This design comes from an exercise in tuning for small area on the open sky130 flow, not from production work. Only simulation tests tie the RTL to the original design; equivalence was not proved.

run 5:
==> flow/design.v (excerpt) <==
module sdm_channel (
    input  wire               clk,
    input  wire               rst,         
    input  wire               en,          
    input  wire               bit_stb,     
    input  wire               bit_in,      
    input  wire               catch_stb,   
    input  wire        [7:0]  tag_in,      
    input  wire        [8:0]  cfg_r,       
    input  wire        [1:0]  cfg_pord,    
    input  wire        [5:0]  cfg_m,       
    input  wire        [1:0]  cfg_deb,     
    input  wire signed [17:0] thr_hi,
    input  wire        [7:0]  hyst_hi,
    input  wire signed [17:0] thr_lo,
    input  wire        [7:0]  hyst_lo,
    input  wire signed [24:0] ofs,         
    output reg                res_stb,
    output wire signed [24:0] res_value,
    output reg                res_valid,
    output reg                res_err,
    output reg         [7:0]  res_tag,
    output reg                pout_stb,
    output wire signed [17:0] prot_p,
    output reg                prot_hi,
    output reg                prot_lo,
    output wire               stuck
);
For scale: about 2300 cells after synthesis, ~450 flip-flops, about 0.023 sq mm of cells after synthesis.
==> flow/config.mk <==
export PLATFORM = sky130hd
export DESIGN_NAME = sdm_channel
export DESIGN_NICKNAME = sdm_channel
export VERILOG_FILES = /design/flow/design.v
export SDC_FILE = /design/flow/constraint.sdc
export NUM_CORES = 4
export LEC_CHECK = 0
export CAP_MARGIN = 20
export CORE_MARGIN = 2
export CORE_UTILIZATION = 75
export PLACE_DENSITY = 0.85
export SLEW_MARGIN = 20
==> flow/constraint.sdc <==
create_clock -name core_clock -period 12.0 [get_ports {clk}]
set_input_delay 2.4000 -clock core_clock [delete_from_list [all_inputs] [get_ports {clk}]]
set_output_delay 2.4000 -clock core_clock [all_outputs]
set_load 0.01 [all_outputs]
standard.sh (not shown) runs the stock make flow with config.mk's settings and CLKGATE_MAP_FILE= SYNTH_SCRIPT=/design/flow/synth_recipe.tcl, a recipe that flattens the netlist after the stock synthesis.
==> flow/flow/run.sh <==
#!/bin/bash
# Own layout flow: the standard layout (standard.sh, all ORFS steps and
# settings unchanged) with three differences:
#  - synthesis maps the logic for area: ripple carry chains instead of the
#    Kogge-Stone map, no adder cells fixed ahead of ABC, and ABC's
#    area-recovering mapper (after a deepsyn pass) instead of the
#    delay-driven script (the registers come out of the same Yosys steps,
#    so they are unchanged);
#  - each port gets a sky130_fd_sc_hd__buf_1 as its buffer;
#  - clock tree synthesis clusters up to 15 sinks per clkbuf_8 and adds
#    no dummy loads.
# Every tool writes its full log under orfs/logs; make's own output goes to
# flow_make.log here.
set -euo pipefail
W=$(pwd)
F=$W/flow
sed -e "s#SYNTH_SCRIPT=[^ ]*#SYNTH_SCRIPT=$F/area_synth.tcl#" standard.sh > area_standard.sh
grep -q "SYNTH_SCRIPT=$F/area_synth.tcl" area_standard.sh
bash area_standard.sh finish \
  "BUFFER_PORTS_ARGS=-buffer_cell sky130_fd_sc_hd__buf_1" \
  "CTS_ARGS=-sink_clustering_enable -repair_clock_nets -dont_use_dummy_load -buf_list sky130_fd_sc_hd__clkbuf_8 -sink_clustering_size 15 -sink_clustering_max_diameter 100" \
  > flow_make.log 2>&1
test -s out/final.def
==> flow/flow/area.abc <==
strash
&get -n
&fraig -x
&put
scorr
dc2
strash
&get -n
&deepsyn -T 200
&put
strash
&get -n
&dch -f
&nf -R 1000
&put
==> flow/flow/area_synth.tcl <==
# The standard flow's synthesis script (synth_recipe.tcl) with an area-oriented mapping.
proc synth {args} { yosys synth -nofsm -noshare {*}$args }
set area_dir [file dirname [file normalize [info script]]]
# Plain ripple $lcu mapping instead of the Kogge-Stone extra map.
set ::env(SYNTH_OPERATIONS_ARGS) -nofsm
# Leave adder cells to ABC.
proc extract_fa {args} {}
# ABC with an area-recovering script; the liberty, don't-use and constraint
# arguments pass through.
proc abc {args} {
  global area_dir
  set keep {}
  for {set i 0} {$i < [llength $args]} {incr i} {
    set a [lindex $args $i]
    if {$a eq "-script" || $a eq "-D"} { incr i; continue }
    lappend keep $a
  }
  yosys abc -script $area_dir/area.abc {*}$keep
}
source $::env(SCRIPTS_DIR)/synth.tcl
# left out here: clear keep_hierarchy, flatten, clean up, hide names made inside functions, write 1_2_yosys.v
Changes in run 2 relative to run 5:
Settings: a change of CORE_UTILIZATION from 75 to 65; a change of PLACE_DENSITY from 0.85 to 0.8.
## What came out
In terms of fraction of area in clock buffers and inverters, run 2 and run 5 differ only marginally.
On final hold slack: run 2 sits above run 5.
The final layout from run 5, which completed every stage, passed the timing, DRC and antenna checks at the end of the flow.
Run 2 completed; timing, DRC and antenna clean
On maximum single-stage delay on the critical path, run 2 tracks run 5 almost exactly.

## port drivers added, routing unchanged
In the flow no input, the clock included, has a driving cell. The finished layouts below were timed again as built, in two steps. Step 1, drivers: a clkbuf_16 drives clk and a buf_2 each remaining input, both assumed. Step 2, shift: input delay + t, output delay - t, t = (earliest + latest rising clock arrival at the registers) / 2. This alone moves slack from input paths to output paths. Slacks: ideal ports / drivers / drivers and shift; pairs: ideal ports / drivers.
run	shift t [ns]	setup WS [ns]	worst hold slack (ns)	clock arrival spread, ns	cell pins on the clock port's net
run 5	0.619	0.751 / 0.777 / 0.157	0.358 / 0.358 / 0.358	0.063 / 0.063	1
run 2	0.608	0.894 / 0.921 / 0.313	0.363 / 0.363 / 0.363	0.086 / 0.086	1
After both steps setup and hold are still met in every run listed. For run 5, which loses most, drivers alone change the setup slack by +0.026 ns; drivers and shift together by -0.594 ns.
